Background: an optimization exercise with open tools, aiming at small area, a short achievable clock period and few clock cycles per item. Do not read the settings as production practice.
At most, simulation tests tie the RTL to the original design; equivalence was not proved.
Power is estimated from default activity; no workload was simulated.

## exact_sum
module exact_sum (
    input  wire        clk,
    input  wire        rst,
    input  wire        in_valid,
    output wire        in_ready,
    input  wire [31:0] in_data,
    input  wire [1:0]  in_dtype,
    input  wire        in_last,
    output wire        out_valid,
    input  wire        out_ready,
    output wire [31:0] out_data
);
==> flow/config.mk <==
export PLATFORM = sky130hd
export DESIGN_NAME = exact_sum
export DESIGN_NICKNAME = exact_sum
export VERILOG_FILES = /design/flow/design.v
export SDC_FILE = /design/flow/constraint.sdc
export NUM_CORES = 8
export LEC_CHECK = 0
export CAP_MARGIN = 20
export CORE_MARGIN = 2
export CORE_UTILIZATION = 40
export SLEW_MARGIN = 20
==> flow/constraint.sdc <==
create_clock -name core_clock -period 15.0 [get_ports {clk}]
set_input_delay 3.0000 -clock core_clock [delete_from_list [all_inputs] [get_ports {clk}]]
set_output_delay 3.0000 -clock core_clock [all_outputs]
set_load 0.01 [all_outputs]
standard.sh (not shown) runs the stock make flow with config.mk's settings and CLKGATE_MAP_FILE= SYNTH_SCRIPT=/design/flow/synth_recipe.tcl, a recipe that flattens the netlist after the stock synthesis.
==> flow/flow/run.sh <==
#!/bin/bash
# Standard synthesis, then the standard layout steps with repair_timing asked
# for a larger setup margin (the SDC, period and IO constraints are unchanged),
# larger clock sink clusters and no dummy clock loads.
set -e
bash standard.sh synth > synth.log 2>&1
bash standard.sh SETUP_SLACK_MARGIN=11 "CTS_ARGS=-sink_clustering_enable -repair_clock_nets -dont_use_dummy_load -sink_clustering_size 30 -sink_clustering_max_diameter 80" finish > layout.log 2>&1
Testbench counts at the start, summed over its fixed seeds: cycles 32,739, items 32,678.
Then changed:
--- a/flow/design.v
+++ b/flow/design.v
@@ -426,13 +426,22 @@
         p2_ge2  <= (rexp >= emx - 11'sd2);
         p2_dt   <= p1_dt;
         p2_nan  <= p1_nan;
         p2_pinf <= p1_pinf;
         p2_ninf <= p1_ninf;
     end
-    wire [24:0] m1 = {1'b0, p2_k} + {24'd0, p2_inc};
+    reg  [24:0] m1;
+    reg         mc;
+    always @(*) begin
+        mc = p2_inc;
+        for (i = 0; i < 24; i = i + 1) begin
+            m1[i] = p2_k[i] ^ mc;
+            mc    = mc & p2_k[i];
+        end
+        m1[24] = mc;
+    end
     reg  [1:0]  mhi;     
     always @(*) begin
         case (p2_dt)
             2'd1:    mhi = m1[8:7];
             2'd2:    mhi = m1[11:10];
             default: mhi = m1[24:23];
What happened: Non-clock buffer count grows by 7; area after synthesis goes down slightly; worst hold slack is better by 0.0036 ns; synthesized cell count went down by a few percent; global-route usage came out lower by 0.30 points; die area came out lower slightly; power decreases by a few percent; final area came out higher slightly; critical path depth is higher by 31.
Function not checked in the second run of this note: the RTL went through the layout flow alone.

* * *

exact_sum, a different RTL version from the one above (not shown whole).
For scale: about 3200 cells after synthesis, roughly 680 flip-flops, roughly 73 I/O pins, ~32000 µm² of cells after synthesis.
clock: 15.0 ns
lec_check: 0
cap_margin: 20
core_margin: 2
core_utilization: 40
slew_margin: 20
Scripts as last shown in full above: flow/flow/run.sh
Change:
--- a/flow/design.v
+++ b/flow/design.v
@@ -118,15 +118,15 @@
     wire        cap_slow;
     wire [55:0] rwin;
     wire [55:0] wsum;
     sk_add #(.N(56)) u_wadd (.a(wclr ? 56'd0 : W), .b(addend), .s(wsum));
     wire [55:0] W_nx   = cap_slow ? rwin : wsum;
     reg  [1:0] pcnt;                  
     reg  o_v;
-    reg  rdy_o;                       
+    reg  rdy_o, o_vo;                 
     wire out_take = o_v & out_ready;
     wire adv0       = r0_v && (!a_v || acons);
     wire spill_done = (rs == RS_SPILL) && rdone;
     wire fin_start  = acons && a_last && a_slowlast;
     reg [2:0] rs_nx;
     always @(*) begin
         rs_nx = rs;
@@ -144,16 +144,16 @@
     wire r0v_nx     = take || (r0_v && !adv0);
     wire av_nx      = adv0 || (a_v && !acons);
     wire aspill_nx  = adv0 ? c_spill : (a_spill && !spill_done);
     wire aslowl_nx  = adv0 ? (r0_l && c_slow) : a_slowlast;
     wire alast_nx   = adv0 ? r0_l : a_last;
     wire [1:0] pcnt_nx = pcnt + {1'b0, acons && a_last} - {1'b0, out_take};
     wire pinc       = acons && a_last;
-    wire full_nt    = pcnt[1] || pcnt[0] || pinc;              
-    wire full_t     = pcnt[1] || (pcnt[0] && pinc);           
+    wire full_nt    = pcnt[1] || (pcnt[0] && pinc);           
+    wire full_t     = pcnt[1] && pinc;                        
     wire acons_b    = av_nx && !aspill_nx &&
                       (((rs_nx == RS_IDLE) && !fin_start) ||
                        ((rs_nx == RS_GCLR) && !aslowl_nx));
     wire acons_0    = acons_b && !(alast_nx && full_nt);
     wire acons_1    = acons_b && !(alast_nx && full_t);
     wire acons_nx   = out_take ? acons_1 : acons_0;
     wire r0_hold    = r0_v && !adv0;
@@ -408,15 +408,15 @@
     reg         p2_v;
     reg [23:0]  p2_k;
     reg         p2_inc, p2_sg, p2_rz;
     reg [7:0]   p2_e;
     reg         p2_ge0, p2_ge1, p2_ge2;
     reg [1:0]   p2_dt;
     reg         p2_nan, p2_pinf, p2_ninf;
-    wire p2_blk = p2_v && !(o_v && out_ready);
+    wire p2_blk = p2_v && o_v && !out_ready;
     always @(posedge clk) begin
         if (rst)          p2_v <= 1'b0;
         else if (!p2_blk) p2_v <= p1_v;
     end
     always @(posedge clk) if (!p2_blk) begin
         p2_k    <= kept;
         p2_inc  <= rinc;
@@ -471,20 +471,22 @@
             end
         endcase
     end
     reg [31:0] o_d;
     always @(posedge clk) begin
         if (rst) begin
             o_v  <= 1'b0;
+            o_vo <= 1'b0;
         end else begin
-            o_v  <= p2_blk;
+            o_v  <= p2_v || (o_v && !out_ready);
+            o_vo <= !(!p2_v && !(o_vo && !out_ready));
         end
-        o_d <= result;
+        if (p2_v && (!o_v || out_ready)) o_d <= result;
     end
-    assign out_valid = o_v;
+    assign out_valid = o_vo;
     assign out_data  = o_d;
 endmodule
 module sk_add #(parameter N = 56) (
     input  wire [N-1:0] a,
     input  wire [N-1:0] b,
     output wire [N-1:0] s
 );
=>
- The new run produced a clean layout
- via count rose by 1.5%
- worst setup slack got worse by 38 ps
- routed wire length rose by about 1%
- non-clock buffer count rose by 13
- sequential cell count rose by 1
- combinational power fell by about 9%
- count of clock-buffer cells in the layout rose by 3
- global-route usage rose by 0.22 points
- register-to-register slack improved by 100 ps
- critical path depth is unchanged
- die area rose by about 2.2%
Testbench counts after the change, summed over its fixed seeds: cycles 32,739, items 32,678.
No functional check of the RTL was part of the first run of this note.

[static timing again, ports no longer ideal]
The flow's constraints put no driver on any port. The routed layouts listed below were extracted and timed again, unchanged, in two steps. Step 1 sets driving cells, clkbuf_16 on the clock port and buf_2 on the other inputs (assumed; they add their load-dependent delay and slew). Step 2 adds t to the input delays and takes it off the output delays; t is the mean of the earliest and latest rising clock arrival at the registers after step 1. Input paths then give back, and output paths get back, about the clock's delay inside the block. Three values: ideal ports, drivers, drivers and shift; two values: the first two.
| run | t (ns) | setup WS [ns] | worst hold slack (ns) | worst setup path after step 2 | cell pins on the clock port's net |
|---|---|---|---|---|---|
| the first run of note 1 | 0.627 | 10.801 / 10.738 / 10.479 | 0.273 / 0.273 / 0.273 | input to register | 1 |
| the second run of note 1 | 0.632 | 9.263 / 9.263 / 9.263 | 0.277 / 0.277 / 0.277 | register to register | 1 |
| the first run of note 2 | 0.629 | 10.946 / 10.880 / 10.479 | 0.292 / 0.292 / 0.292 | input to register | 1 |
| the second run of note 2 | 0.639 | 10.908 / 10.842 / 10.461 | 0.288 / 0.288 / 0.288 | input to register | 1 |
After both steps setup and hold are still met in every run listed. The setup slack of the first run of note 2, which loses most, moves by -0.066 ns with the drivers and by -0.467 ns with both steps.
